Context: an optimization exercise on an open-source flow, tuned for small area, a short achievable clock period and few clock cycles per item. The choices shown serve that exercise and are no tape-out recipe. Only simulation tests tie the RTL to the original design; equivalence was not proved. Power is estimated from default activity; no workload was simulated.

Design chard_unit_coder, start of the top module:
module chard_unit_coder (
    input  wire         clk,
    input  wire         rst,
    input  wire         start,
    input  wire [1:0]   mode,         
    input  wire         d12,          
    input  wire         first_line,   
    input  wire         first_unit,   
    input  wire [3:0]   sp,           
    input  wire [15:0]  allow,        
    input  wire [11:0]  left,         
    input  wire [11:0]  above_left,   
    input  wire [383:0] above,        
    input  wire [383:0] samples,      
    output reg          done,
    output reg  [3:0]   hdr,
    output reg          lvl,
    output reg  [15:0]  size,
    output reg  [3:0]   sp_next,
    output wire [383:0] recon
);
Settings: LEC_CHECK=0, ABC_AREA=1, CAP_MARGIN=20, CELL_PAD_IN_SITES_DETAIL_PLACEMENT=2, CELL_PAD_IN_SITES_GLOBAL_PLACEMENT=4, CORE_MARGIN=2, CORE_UTILIZATION=30, SLEW_MARGIN=20; clock period 24.0 ns.
standard.sh (not shown) runs the stock make flow with config.mk's settings and CLKGATE_MAP_FILE= SYNTH_SCRIPT=/design/flow/synth_recipe.tcl, a recipe that flattens the netlist after the stock synthesis.
==> flow/flow/run.sh <==
#!/bin/bash
# The standard layout (standard.sh), with two changes in how it is made:
# - every port gets a buffer as usual, but the buffer is sky130_fd_sc_hd__buf_2,
#   a size up from the smallest, instead of the delay buffer buffer_ports picks;
# - repair_timing aims for 13 ns of setup slack instead of 0, so it keeps
#   working on the critical paths although they already meet the 24 ns clock.
# The clock period, the SDC, the synthesis and all other steps are unchanged.
# standard.sh's whole output goes to standard_flow.log; ORFS keeps each step's
# log under orfs/logs.
set -euo pipefail
export BUFFER_PORTS_ARGS="-buffer_cell sky130_fd_sc_hd__buf_2"
bash standard.sh SETUP_SLACK_MARGIN=13 finish > standard_flow.log 2>&1
The baseline completed with no timing, DRC or antenna violations.
Testbench counts at the start, summed over its fixed seeds: cycles 193,887, units 8,192.
Edit:
==> flow/flow/run.sh (replaced) <==
#!/bin/bash
# The standard layout (standard.sh), with two changes in how it is made:
# - every port gets a buffer as usual, but the buffer is sky130_fd_sc_hd__buf_1,
#   the platform's smallest, instead of the delay buffer buffer_ports picks;
# - repair_timing aims for 13 ns of setup slack instead of 0, so it keeps
#   working on the critical paths although they already meet the 24 ns clock.
# The clock period, the SDC, the synthesis and all other steps are unchanged.
# standard.sh's whole output goes to standard_flow.log; ORFS keeps each step's
# log under orfs/logs.
set -euo pipefail
export BUFFER_PORTS_ARGS="-buffer_cell sky130_fd_sc_hd__buf_1"
bash standard.sh SETUP_SLACK_MARGIN=13 finish > standard_flow.log 2>&1
After rerunning: Worst setup slack loses 0.19 ns. Via count is about the same. Design area drops by 2.0%. First-iteration DRC count drops by 1.0%. Die area stays the same.


Another version of the RTL of chard_unit_coder (not shown whole).
Size in the first run: roughly 8,400 cells after synthesis, roughly 790 flip-flops, ~1,200 I/O pins, roughly 59,000 um^2 of cells after synthesis.
==> flow/config.mk <==
export PLATFORM = sky130hd
export DESIGN_NAME = chard_unit_coder
export DESIGN_NICKNAME = chard_unit_coder
export VERILOG_FILES = /design/flow/design.v
export SDC_FILE = /design/flow/constraint.sdc
export NUM_CORES = 4
export LEC_CHECK = 0
export ABC_AREA = 1
export CAP_MARGIN = 20
export CELL_PAD_IN_SITES_DETAIL_PLACEMENT = 2
export CELL_PAD_IN_SITES_GLOBAL_PLACEMENT = 4
export CORE_MARGIN = 2
export CORE_UTILIZATION = 30
export SLEW_MARGIN = 20
==> flow/constraint.sdc <==
create_clock -name core_clock -period 24.0 [get_ports {clk}]
set_input_delay 4.8000 -clock core_clock [delete_from_list [all_inputs] [get_ports {clk}]]
set_output_delay 4.8000 -clock core_clock [all_outputs]
set_load 0.01 [all_outputs]
run.sh (not shown) runs the stock make flow with config.mk's settings and CLKGATE_MAP_FILE= SYNTH_SCRIPT=/design/flow/synth_recipe.tcl, a recipe that flattens the netlist after the stock synthesis.
Stock flow here: none of the scripts above is used.
The first run ran to the end with no violations.
Testbench counts at the start, summed over its fixed seeds: cycles 202,003, units 8,192.
Edit:
==> flow/flow/run.sh (new file) <==
#!/bin/bash
# The standard layout, with each port buffered by the platform's smallest
# buffer (sky130_fd_sc_hd__buf_1) instead of the delay buffer buffer_ports
# picks by default. Everything else is the standard.sh unchanged.
set -euo pipefail
export BUFFER_PORTS_ARGS="-buffer_cell sky130_fd_sc_hd__buf_1"
bash standard.sh > standard_flow.log 2>&1
==> flow/standard.sh (new file) <==
#!/bin/bash
# synth_recipe.tcl (not shown) runs the flow's synth.tcl, then flattens the netlist and writes it again
# the make line also repeats each setting of config.mk as NAME=value (left out here)
make -C /OpenROAD-flow-scripts/flow DESIGN_CONFIG=/design/flow/config.mk WORK_HOME=/design/flow/orfs CLKGATE_MAP_FILE= SYNTH_SCRIPT=/design/flow/synth_recipe.tcl "${@:-finish}"
removed: flow/run.sh
The new run finished clean.
Via count hardly moves.
Core utilization drops by 3.8 points.
Power falls by about 1.4%.
Worst setup slack gains 0.069 ns.
Non-clock buffer count rose by 6.
Routed wire length goes up by 1.7%.
Cell area drops by about 10%.
Worst hold slack improves by 0.012 ns.


Setup of Q:
Another version of the RTL of chard_unit_coder (not shown whole).
For scale: about 8300 cells after synthesis, ~57000 µm² of cells after synthesis.
export LEC_CHECK = 0
export ABC_AREA = 1
export CAP_MARGIN = 20
export CELL_PAD_IN_SITES_DETAIL_PLACEMENT = 2
export CELL_PAD_IN_SITES_GLOBAL_PLACEMENT = 4
export CORE_MARGIN = 2
export CORE_UTILIZATION = 35
export SLEW_MARGIN = 20
create_clock -name core_clock -period 24.0 [get_ports {clk}]
standard.sh (not shown) runs the stock make flow with config.mk's settings and CLKGATE_MAP_FILE= SYNTH_SCRIPT=/design/flow/synth_recipe.tcl, a recipe that flattens the netlist after the stock synthesis.
==> flow/flow/run.sh <==
#!/bin/bash
# The standard layout (standard.sh), with two changes in how it is made:
# - every port gets a buffer as usual, but the buffer is sky130_fd_sc_hd__buf_1,
#   the platform's smallest, instead of the delay buffer buffer_ports picks;
# - repair_timing aims for 14.5 ns of setup slack instead of 0, so it keeps
#   working on the critical paths although they already meet the 24 ns clock.
# The clock period, the SDC, the synthesis and all other steps are unchanged.
# standard.sh's whole output goes to standard_flow.log; ORFS keeps each step's
# log under orfs/logs.
set -euo pipefail
export BUFFER_PORTS_ARGS="-buffer_cell sky130_fd_sc_hd__buf_1"
bash standard.sh SETUP_SLACK_MARGIN=14.5 finish > standard_flow.log 2>&1
FAIL Q @ global placement without I/O (3_1_place_gp_skip_io): tool exited with error
Testbench counts of Q, summed over its fixed seeds: cycles 202,003, units 8,192.
Here is what was changed in the inputs of P compared with Q.
==> flow/flow/run.sh <==
#!/bin/bash
# The standard layout (standard.sh), with two changes in how it is made:
# - every port gets a buffer as usual, but the buffer is sky130_fd_sc_hd__buf_1,
#   the platform's smallest, instead of the delay buffer buffer_ports picks;
# - repair_timing aims for 13 ns of setup slack instead of 0, so it keeps
#   working on the critical paths although they already meet the 24 ns clock.
# The clock period, the SDC, the synthesis and all other steps are unchanged.
# standard.sh's whole output goes to standard_flow.log; ORFS keeps each step's
# log under orfs/logs.
set -euo pipefail
export BUFFER_PORTS_ARGS="-buffer_cell sky130_fd_sc_hd__buf_1"
bash standard.sh SETUP_SLACK_MARGIN=13 finish > standard_flow.log 2>&1
diff --git a/flow/config.mk b/flow/config.mk
--- a/flow/config.mk
+++ b/flow/config.mk
@@ -11,4 +11,4 @@
 export CELL_PAD_IN_SITES_GLOBAL_PLACEMENT = 4
 export CORE_MARGIN = 2
-export CORE_UTILIZATION = 35
+export CORE_UTILIZATION = 30
 export SLEW_MARGIN = 20
==> results.txt <==
P: all stages complete, timing, DRC and antenna checks passed. Re total of flip-flops plus latches after synthesis: no difference whatsoever between Q and P. Synthesized area per cell: P vs Q identical. Multiplexer area fraction after synthesis came out exactly the same in P and Q. Q -> P: synthesized cell count flat. [compare] base=Q new=P: die boundary width has increased, number of rows created at floorplan has increased, initial standard-cell utilization of the core has decreased.

-- afterwards: timing with drivers on the ports --
How much do the figures lean on ideal ports? The routed layouts below were timed once more, with nothing changed but the port constraints. Step 1 sets driving cells, clkbuf_16 on the clock port and buf_2 on the other inputs (assumed; they add their load-dependent delay and slew). Step 2 adds t to the input delays and takes it off the output delays; t is the mean of the earliest and latest rising clock arrival at the registers after step 1. Input paths then give back, and output paths get back, about the clock's delay inside the block. Slacks: ideal ports / drivers / drivers and shift; pairs: ideal ports / drivers.
run	t, ns	setup WS [ns]	clock arrival spread, ns	slew at the worst register clock pin (ns)
the first run of note 1	0.881	13.122 / 13.041 / 12.646	0.037 / 0.037	0.08 / 0.08
the second run of note 1	0.885	12.930 / 12.810 / 12.762	0.034 / 0.034	0.07 / 0.07
the first run of note 2	0.892	11.301 / 11.196 / 11.063	0.094 / 0.093	0.07 / 0.07
the second run of note 2	0.880	11.370 / 11.261 / 11.475	0.083 / 0.084	0.07 / 0.07
P	0.883	12.873 / 12.844 / 12.567	0.074 / 0.073	0.07 / 0.07
After both steps every run listed still meets setup and hold. The setup slack of the first run of note 1, which loses most, moves by -0.081 ns with the drivers and by -0.476 ns with both steps.
